This design comes from an exercise in tuning for small area on the open sky130 flow, not from production work. The RTL was checked by simulation tests, not by an equivalence proof against the original design. No activity file was given, so power comes from the tool's default toggle rates.

[flow/design.v]
module carrier_leg (
    input  wire        clk,
    input  wire        rst_n,           
    input  wire        cnt_en,
    input  wire        out_en,
    input  wire        commit,
    input  wire        discard,
    input  wire [1:0]  cfg_cnt_mode,    
    input  wire [1:0]  cfg_ch_mode,     
    input  wire        cfg_load_mid,
    input  wire [11:0] cfg_dt_rise,
    input  wire [11:0] cfg_dt_fall,
    input  wire [2:0]  cfg_trg0_src,
    input  wire [1:0]  cfg_trg0_dir,
    input  wire [3:0]  cfg_trg0_div,
    input  wire [2:0]  cfg_trg1_src,
    input  wire [1:0]  cfg_trg1_dir,
    input  wire [3:0]  cfg_trg1_div,
    input  wire        cfg_grouped,
    input  wire        wr_en,
    input  wire [2:0]  wr_addr,
    input  wire [31:0] wr_data,
    input  wire [2:0]  rd_sel,
    output reg  [31:0] rd_data,
    output wire [31:0] cnt,
    output wire        cnt_down,
    output wire        running,
    output wire        h,
    output wire        gate_hi,
    output wire        gate_lo,
    output wire        evt_zero,
    output wire        evt_period,
    output wire [3:0]  evt_cmp_up,
    output wire [3:0]  evt_cmp_dn,
    output wire        trg0,
    output wire        trg1,
    output wire        late,
    output wire        wr_rej
);
    localparam [1:0] M_UP = 2'd0, M_DOWN = 2'd1, M_UPDOWN = 2'd2;
    localparam [31:0] PRD_RESET = 32'd10000;
    reg        run_q;
    reg [1:0]  mode_q;
    reg [1:0]  chm_q;
    reg        mid_q;
    reg [11:0] dtr_q, dtf_q;
    reg [2:0]  t0src_q, t1src_q;
    reg [1:0]  t0dir_q, t1dir_q;
    reg [3:0]  t0div_q, t1div_q;
    always @(posedge clk) begin
        if (!rst_n) begin
            mode_q  <= M_UPDOWN;
            chm_q   <= 2'd0;
            mid_q   <= 1'b0;
            dtr_q   <= 12'd8;
            dtf_q   <= 12'd8;
            t0src_q <= 3'd0; t0dir_q <= 2'd0; t0div_q <= 4'd0;
            t1src_q <= 3'd0; t1dir_q <= 2'd0; t1div_q <= 4'd0;
        end else if (!run_q) begin
            mode_q  <= cfg_cnt_mode;
            chm_q   <= cfg_ch_mode;
            mid_q   <= cfg_load_mid;
            dtr_q   <= cfg_dt_rise;
            dtf_q   <= cfg_dt_fall;
            t0src_q <= cfg_trg0_src; t0dir_q <= cfg_trg0_dir; t0div_q <= cfg_trg0_div;
            t1src_q <= cfg_trg1_src; t1dir_q <= cfg_trg1_dir; t1div_q <= cfg_trg1_div;
        end
    end
    wire is_updown = (mode_q == M_UPDOWN);
    wire is_down   = (mode_q == M_DOWN);
    reg [31:0] act [0:4];
    reg [31:0] pnd [0:4];
    reg [31:0] lat [0:4];
    reg [31:0] stg [0:4];
    reg [4:0]  pnd_v, lat_v, stg_v;
    reg [31:0] c_q;        
    reg        dn_q;       
    wire wr_sel  = wr_en & (wr_addr <= 3'd4);
    wire prd_ok  = (wr_data >= 32'd64) & (wr_data != 32'hFFFF_FFFF);
    wire wr_ok   = wr_sel & ((wr_addr != 3'd0) | prd_ok);
    wire wr_bad  = wr_sel & (wr_addr == 3'd0) & ~prd_ok;
    wire [4:0] wr_mask = wr_ok ? (5'd1 << wr_addr) : 5'd0;
    wire [4:0] land_from_stg = commit ? stg_v : 5'd0;
    wire [4:0] land_from_wr  = cfg_grouped ? 5'd0 : wr_mask;
    wire [4:0] land_v        = land_from_stg | land_from_wr;
    wire       land_any      = |land_v;
    reg [31:0] land [0:4];
    integer i;
    always @(*) begin
        for (i = 0; i < 5; i = i + 1)
            land[i] = land_from_wr[i] ? wr_data : stg[i];
    end
    wire [31:0] prd = act[0];
    reg reload_now;
    reg [33:0] to_rld;
    always @(*) begin
        case (mode_q)
            M_DOWN: begin
                reload_now = (c_q == prd);
                to_rld = reload_now ? 34'd0 : {2'b0, c_q} + 34'd1;
            end
            M_UPDOWN: begin
                if (!dn_q) begin
                    reload_now = (c_q == 32'd0);
                    if (reload_now)
                        to_rld = 34'd0;
                    else if (mid_q)
                        to_rld = {2'b0, prd} - {2'b0, c_q};
                    else
                        to_rld = {1'b0, prd, 1'b0} - {2'b0, c_q};
                end else begin
                    reload_now = mid_q & (c_q == prd);
                    to_rld = reload_now ? 34'd0 : {2'b0, c_q};
                end
            end
            default: begin
                reload_now = (c_q == 32'd0);
                to_rld = reload_now ? 34'd0 : {2'b0, prd} + 34'd1 - {2'b0, c_q};
            end
        endcase
    end
    wire in_guard = run_q & (to_rld <= 34'd4);
    reg [31:0] c_nx;
    reg        dn_nx;
    reg        nx_start;    
    reg        nx_mid;      
    always @(*) begin
        nx_mid = 1'b0;
        case (mode_q)
            M_DOWN: begin
                dn_nx    = 1'b1;
                nx_start = (c_q == 32'd0);
                c_nx     = c_q - 32'd1;    
            end
            M_UPDOWN: begin
                if (!dn_q) begin
                    nx_start = 1'b0;
                    nx_mid   = (c_q == prd - 32'd1);
                    dn_nx    = nx_mid;
                    c_nx     = c_q + 32'd1;
                end else begin
                    nx_start = (c_q == 32'd1);
                    dn_nx    = ~nx_start;
                    c_nx     = c_q - 32'd1;
                end
            end
            default: begin
                dn_nx    = 1'b0;
                nx_start = (c_q == prd);
                c_nx     = nx_start ? 32'd0 : c_q + 32'd1;
            end
        endcase
    end
    wire starting = ~run_q & cnt_en;
    wire stopping = run_q & ~cnt_en;
    wire to_late = in_guard & land_any;
    reg [31:0] pnd1 [0:4];
    reg [4:0]  pnd1_v;
    reg [31:0] lat1 [0:4];
    reg [4:0]  lat1_v;
    always @(*) begin
        for (i = 0; i < 5; i = i + 1) begin
            if (to_late) begin
                lat1[i] = land_v[i] ? land[i] : lat[i];
                pnd1[i] = pnd[i];
            end else begin
                lat1[i] = lat[i];
                pnd1[i] = land_v[i] ? land[i] : pnd[i];
            end
        end
        lat1_v = to_late ? (lat_v | land_v) : lat_v;
        pnd1_v = to_late ? pnd_v : (pnd_v | land_v);
    end
    wire late_merge = run_q & (reload_now | stopping);
    reg [31:0] pnd2 [0:4];
    reg [4:0]  pnd2_v;
    always @(*) begin
        for (i = 0; i < 5; i = i + 1)
            pnd2[i] = (late_merge & lat1_v[i]) ? lat1[i] : pnd1[i];
        pnd2_v = late_merge ? (pnd1_v | lat1_v) : pnd1_v;
    end
    wire xfer = starting |
                (run_q & cnt_en & (nx_start | (nx_mid & mid_q & ~pnd2_v[0])));
    wire [31:0] prd_new = (xfer & pnd2_v[0]) ? pnd2[0] : prd;
    reg late_q, rej_q;
    always @(posedge clk) begin
        if (!rst_n) begin
            run_q  <= 1'b0;
            c_q    <= 32'd0;
            dn_q   <= 1'b0;
            act[0] <= PRD_RESET;
            act[1] <= 32'd0;
            act[2] <= 32'd0;
            act[3] <= 32'd0;
            act[4] <= 32'd0;
            pnd_v  <= 5'd0;
            lat_v  <= 5'd0;
            stg_v  <= 5'd0;
            late_q <= 1'b0;
            rej_q  <= 1'b0;
        end else begin
            late_q <= in_guard & land_any;
            rej_q  <= wr_bad;
            for (i = 0; i < 5; i = i + 1)
                if (cfg_grouped & wr_mask[i])
                    stg[i] <= wr_data;
            stg_v <= ((commit | discard) ? 5'd0 : stg_v) |
                     (cfg_grouped ? wr_mask : 5'd0);
            for (i = 0; i < 5; i = i + 1) begin
                pnd[i] <= pnd2[i];
                lat[i] <= lat1[i];
                if (xfer & pnd2_v[i])
                    act[i] <= pnd2[i];
            end
            pnd_v <= xfer ? 5'd0 : pnd2_v;
            lat_v <= late_merge ? 5'd0 : lat1_v;
            if (starting) begin
                run_q <= 1'b1;
                if (cfg_cnt_mode == M_DOWN) begin
                    c_q  <= prd_new;
                    dn_q <= 1'b1;
                end else begin
                    c_q  <= 32'd0;
                    dn_q <= 1'b0;
                end
            end else if (stopping | ~run_q) begin
                run_q <= 1'b0;
                c_q   <= 32'd0;
                dn_q  <= 1'b0;
            end else begin
                dn_q <= dn_nx;
                if (is_down & nx_start)
                    c_q <= prd_new;
                else
                    c_q <= c_nx;
            end
        end
    end
    wire [3:0] cmp_eq;
    assign cmp_eq[0] = (c_q == act[1]);
    assign cmp_eq[1] = (c_q == act[2]);
    assign cmp_eq[2] = (c_q == act[3]);
    assign cmp_eq[3] = (c_q == act[4]);
    assign evt_zero   = run_q & (c_q == 32'd0);
    assign evt_period = run_q & (c_q == prd);
    assign evt_cmp_up = (run_q & ~dn_q) ? cmp_eq : 4'd0;
    assign evt_cmp_dn = (run_q &  dn_q) ? cmp_eq : 4'd0;
    wire h_up = (c_q <  act[1]);
    wire h_dn = is_updown ? (c_q <= act[2]) : (c_q < act[1]);
    assign h = run_q & (dn_q ? h_dn : h_up);
    function trig_occ;
        input [2:0] src;
        input [1:0] dir;
        input       zero, period, dn, updn;
        input [3:0] eq;
        reg dir_ok;
        begin
            if (!updn || dir == 2'd0 || dir == 2'd3)
                dir_ok = 1'b1;
            else if (dir == 2'd1)
                dir_ok = ~dn;
            else
                dir_ok = dn;
            case (src)
                3'd1: trig_occ = zero;
                3'd2: trig_occ = period;
                3'd3: trig_occ = zero | period;
                3'd4: trig_occ = eq[2] & dir_ok;
                3'd5: trig_occ = eq[3] & dir_ok;
                default: trig_occ = 1'b0;
            endcase
        end
    endfunction
    wire occ0 = run_q & trig_occ(t0src_q, t0dir_q, evt_zero, evt_period, dn_q, is_updown, cmp_eq);
    wire occ1 = run_q & trig_occ(t1src_q, t1dir_q, evt_zero, evt_period, dn_q, is_updown, cmp_eq);
    reg [3:0] div0_q, div1_q;
    assign trg0 = occ0 & (div0_q == t0div_q);
    assign trg1 = occ1 & (div1_q == t1div_q);
    always @(posedge clk) begin
        if (!rst_n || !run_q) begin
            div0_q <= 4'd0;
            div1_q <= 4'd0;
        end else begin
            if (occ0) div0_q <= trg0 ? 4'd0 : div0_q + 4'd1;
            if (occ1) div1_q <= trg1 ? 4'd0 : div1_q + 4'd1;
        end
    end
    wire sw = run_q & out_en;
    reg req_hi, req_lo;
    always @(*) begin
        case (chm_q)
            2'd0:    begin req_hi = h;    req_lo = ~h;   end
            2'd1:    begin req_hi = h;    req_lo = 1'b0; end
            2'd2:    begin req_hi = 1'b0; req_lo = h;    end
            default: begin req_hi = 1'b0; req_lo = 1'b0; end
        endcase
        req_hi = req_hi & sw;
        req_lo = req_lo & sw;
    end
    wire [11:0] dtr_eff = (dtr_q < 12'd8) ? 12'd8 : dtr_q;
    wire [11:0] dtf_eff = (dtf_q < 12'd8) ? 12'd8 : dtf_q;
    reg        ghi_q, glo_q;
    reg [11:0] off_hi_q, off_lo_q;    
    wire [12:0] off_hi_n = (sw & ~ghi_q) ? {1'b0, off_hi_q} + 13'd1 : 13'd0;
    wire [12:0] off_lo_n = (sw & ~glo_q) ? {1'b0, off_lo_q} + 13'd1 : 13'd0;
    always @(posedge clk) begin
        if (!rst_n) begin
            ghi_q    <= 1'b0;
            glo_q    <= 1'b0;
            off_hi_q <= 12'd0;
            off_lo_q <= 12'd0;
        end else begin
            ghi_q <= req_hi & (ghi_q | (off_lo_n >= {1'b0, dtr_eff}));
            glo_q <= req_lo & (glo_q | (off_hi_n >= {1'b0, dtf_eff}));
            off_hi_q <= off_hi_n[12] ? 12'hFFF : off_hi_n[11:0];
            off_lo_q <= off_lo_n[12] ? 12'hFFF : off_lo_n[11:0];
        end
    end
    always @(*) begin
        case (rd_sel)
            3'd0: rd_data = act[0];
            3'd1: rd_data = act[1];
            3'd2: rd_data = act[2];
            3'd3: rd_data = act[3];
            3'd4: rd_data = act[4];
            default: rd_data = 32'd0;
        endcase
    end
    assign cnt      = c_q;
    assign cnt_down = dn_q;
    assign running  = run_q;
    assign gate_hi  = ghi_q;
    assign gate_lo  = glo_q;
    assign late     = late_q;
    assign wr_rej   = rej_q;
endmodule
[flow/run.sh]
#!/bin/bash
# synth_recipe.tcl (not shown) runs the flow's synth.tcl, then flattens the netlist and writes it again
# the make line also repeats each setting of config.mk as NAME=value (left out here)
make -C /OpenROAD-flow-scripts/flow DESIGN_CONFIG=/design/flow/config.mk WORK_HOME=/design/flow/orfs CLKGATE_MAP_FILE= SYNTH_SCRIPT=/design/flow/synth_recipe.tcl finish
[flow/config.mk]
export PLATFORM = sky130hd
export DESIGN_NAME = carrier_leg
export DESIGN_NICKNAME = carrier_leg
export VERILOG_FILES = /design/flow/design.v
export SDC_FILE = /design/flow/constraint.sdc
export NUM_CORES = 4
export LEC_CHECK = 0
export CAP_MARGIN = 20
export CORE_MARGIN = 2
export CORE_UTILIZATION = 40
export SLEW_MARGIN = 20
[flow/constraint.sdc]
create_clock -name core_clock -period 10.0 [get_ports {clk}]
set_input_delay 2.0000 -clock core_clock [delete_from_list [all_inputs] [get_ports {clk}]]
set_output_delay 2.0000 -clock core_clock [all_outputs]
set_load 0.01 [all_outputs]
==> metrics.md <==
| Metric | Value |
|---|---|
| Drt pass-1 iters | `6` |
| CTS clk-pin slew, worst paths | `0.06 ns` |
| Total grt overflow | `0` |
| Compound-Gate Fraction of Synth Area | `17.46%` |
| Die Ht | `352.5 um` |
| Per-cell routed wire length | `26.68 um` |
| Post-CTS Setup Repair Bufs | `0` |
| Cell mode on critical path | `inv_1` |
| Async set-reset flop share out of synthesis | `0%` |
| Slowest stage cell, crit path | `or4_1` |
| # DRC | `0` |
| Port bufs | `175` |
| Vias per cell | `6.034` |
| TritonCTS Buffers | `85` |
| Worst skew pair latency | `0.68 ns` |
| Outcome | `complete, no violations` |
| Clock Skews | `0.03587 ns` |
| Pin count of the biggest net entering global routing | `164` |
| Global-route wire length before repair | `258800 um` |
| CP Max Fanout | `41` |
| Synthesized instance count | `4906` |
| Maxcap violations | `0` |
| Total power divided by cell area | `145.1 mW/mm^2` |
| Starting density of the core | `40.43%` |
| Period utilization | `83.59%` |
| Critical path buffers and inverters | `5` |
| Peak VDD IR | `0.0001323 V` |
| Io pins | `176` |
| GRT Total Usage | `27.59%` |
| CP startpoint kind | `flip-flop` |
| Fin util | `45.86%` |
| Final Hold Viols | `0` |
| Fillers | `11490` |
| Via count | `40230` |
| Root cell of the clock tree | `clkbuf_16` |
| Final hold slack | `0.4319 ns` |
| Post-synth EDFFs | `480` |
| Hold Path Class | `flip-flop to flip-flop` |
| Core footprint | `0.1201 mm^2` |
| Top cells by count, synth | `edfxtp_1, mux2i_1, nor2_1` |
| Library cells used by synthesis | `94` |
| Layout cell share with drive strength beyond 1 | `9.303%` |
| Top cell type's share of synthesized area | `29.67%` |
| CP Capture Type | `flip-flop` |
| Antenna violations before repair | `6` |
| 1st-iter DRT viols | `4561` |
| Main synth FF type | `edfxtp_1` |
| PostCTS Resize Cnt | `0` |
| Hold-fix buffers, CTS | `0` |
| Post-DP HPWL | `130100 um` |
| Clk buf depth | `3` |
| Gpl congestion | `0.9766` |
| Layout Nets | `5298` |
| Syn. warnings | `9` |
| Post-Synth Simple-Gate Area | `13.01%` |
| H-tree levels | `3` |
| Placed Area | `0.05218 mm^2` |
| Detail Route Antenna Nets | `0` |
| Crit-path cells | `inv_1 > ha_1 > inv_1 > ha_1 > inv_1 > fa_1 > nor2_1 > o311ai_2 > a211oi_2 > a31oi_2 > a2111oi_0 > o32a_1 > nand4_1 > nor4_1 > a41oi_1 > or4_1 > o31a_1 > o21ai_4 > buf_4 > nand2_1 > buf_4 > o211a_1` |
| Post-synth design cell area | `0.04857 mm^2` |
| CTS sink cnt | `772` |
| Post-route design area | `0.05509 mm^2` |
| DIE WIDTH | `352.5 um` |
| Period minus WS final | `8.359 ns` |
| Post-Synth Adder-Cell Area | `6.316%` |
| Setup violations, final | `0` |
| Mux cell area share after synthesis | `12.64%` |
| Row cnt | `127` |
| Die area | `0.1242 mm^2` |
| Sequential cell area fraction in the yosys report | `41.71%` |
| RSZ-0062 raised after global routing | `no` |
| CTS tree | `built` |
| Worst Path Arrival | `8.91 ns` |
| Crit path max-delay family | `compound AO/OA/AOI/OAI gates` |
| Area Growth Syn to Fin | `13.41%` |
| Drt total wl | `177900 um` |
| Measured slew at the worst slew-check pin | `1.204 ns` |
| Synth top area cells | `edfxtp_1, dfxtp_1, mux2i_1` |
| Yosys top cell by area | `edfxtp_1` |
| Post-Syn Area per Cell | `9.901 um^2` |
| Synthesized flop and latch total | `772` |
| CP required | `10.55 ns` |
| Setup Crit Path Kind | `flip-flop to flip-flop` |
| Placed cells | `6504` |
| Synthesized Nets | `5225` |
| Largest stage delay, worst path | `0.89 ns` |
| Final Max Tran Viols | `0` |
| Multi-input gate area | `0.02603 mm^2` |
| Vias in the first global route | `38290` |
| Largest family of logic cells by synthesized area | `compound AO/OA/AOI/OAI gates` |
| Fin Setup TNS | `0 ns` |
| FMAX | `119.6 MHz` |
| Count leader, synth | `edfxtp_1` |
| Static Leakage | `0.02242 uW` |
| Final std cells w/o fill | `6667` |
| Rel. slew slack | `19.22%` |
| XOR/XNOR Fraction of Synth Area | `3.823%` |
| Register area | `0.02026 mm^2` |
==> metrics by stage <==
step	power [uW]	setup WS [ns]
finish	7993	1.641
detailed placement	4751	1.753
CTS	8021	1.882
global route	8248	1.264
floorplan	4310	3.592
global placement	4743	1.727
==> worst register-to-register path: stages (launching register included) <==
cell       delay (ns)
dfxtp_1          0.79
inv_1            0.37
ha_1             0.45
inv_1            0.08
ha_1             0.18
inv_1            0.07
fa_1             0.37
nor2_1           0.21
o311ai_2         0.17
a211oi_2         0.53
a31oi_2          0.29
a2111oi_0        0.60
o32a_1           0.26
nand4_1          0.10
nor4_1           0.24
a41oi_1          0.36
or4_1            0.89
o31a_1           0.62
o21ai_4          0.33
buf_4            0.54
nand2_1          0.16
buf_4            0.32
o211a_1          0.30
==> final cells by class <==
type / count / share of cell area (%)
inverters: 304 / 2.076
diodes: 3 / 0.01363
repair buffers: 297 / 4.956
clock inverters: 42 / 0.8495
clock buffers: 118 / 4.402
well taps: 1612 / 3.661
multi-input cells: 3519 / 47.26
flip-flops and latches: 772 / 36.78
==> power breakdown <==
part / internal, uW / switching [uW]
clock network: 1890 / 1390
registers: 3510 / 68.6
logic: 401 / 723
total: 5810 / 2190
==> registers in the layout (all words and copies together) (netlist names), 4 cells and up <==
register / flops
off_lo_q: 12
c_q: 32
t1div_q: 4
t0div_q: 4
stg: 160
lat: 160
pnd_v: 5
off_hi_q: 12
stg_v: 5
pnd: 160
dtf_q: 12
div1_q: 4
div0_q: 4
dtr_q: 12
act: 160
lat_v: 5
==> layout by cell type (no fill, tap or decap), drive strengths merged, types with 44 or more instances in the layout <==
cell / synthesis / layout
a21o: 145 / 145
a21oi: 298 / 298
buf: 90 / 124
clkbuf: 221 / 118
clkdlybuf4s50: 0 / 173
dfxtp: 292 / 292
edfxtp: 480 / 480
ha: 194 / 194
inv: 300 / 305
mux2: 139 / 139
mux2i: 457 / 457
nand2: 253 / 253
nand3: 96 / 96
nand3b: 44 / 44
nand4: 81 / 81
nor2: 413 / 413
nor2b: 44 / 44
nor3: 82 / 82
nor4: 54 / 54
o211a: 101 / 101
o21ai: 157 / 157
o22ai: 50 / 50
xnor2: 153 / 153
xor2: 59 / 59
==> routing by layer <==
metal  vias to the layer above  share of wire [%]  global-route usage [%]
met5                         -              0.012                       0
met4                         4                4.2                   10.85
met3                       326                8.4                   4.900
met2                      1720                 45                   43.16
met1                     19830                 43                   37.79
li1                      18350                  -                       -
==> cell families after synthesis <==
group / count (synthesis)
AO/OA/AOI/OAI: 1208
XOR/XNOR: 212
adder cells (fa/ha/maj): 226
buffers and inverters: 615
flip-flops: 772
multiplexers: 596
AND/OR/NAND/NOR: 1277
==> worst paths after layout <==
| path | slack, ns | cells past startpoint | startpoint | to |
|---|---|---|---|---|
| max reg2reg | 1.64 | 22 | c_q[1] | act[1][1] |
| min reg2reg | 0.43 | 1 | chm_q[0] | glo_q |
| min | 0.43 | 1 | chm_q[0] | glo_q |
| max | 1.64 | 22 | c_q[1] | act[1][1] |

[re-timing with driven ports]
The results above use ideal ports. As a check the final layout listed here was re-extracted and re-timed, cells and wires unchanged.
Step 1 sets driving cells, clkbuf_16 on the clock port and buf_2 on the other inputs (assumed; they add their load-dependent delay and slew).
Step 2 times the ports against the registers' clock, not the clock port: input delays grow and output delays shrink by t, the midpoint of the rising clock arrivals with the driver on.
Slacks: ideal ports / drivers / drivers and shift; pairs: ideal ports / drivers.
shift t [ns]: 0.733
setup slack, ns: 1.641 / 1.641 / 1.486
worst setup path after step 2: input to register
slew at the worst register clock pin (ns): 0.07 / 0.07
pins driven straight from the clock port: 1
After both steps this run still meets setup and hold. For this run, drivers alone change the setup slack by 0.000 ns; drivers and shift together by -0.155 ns.
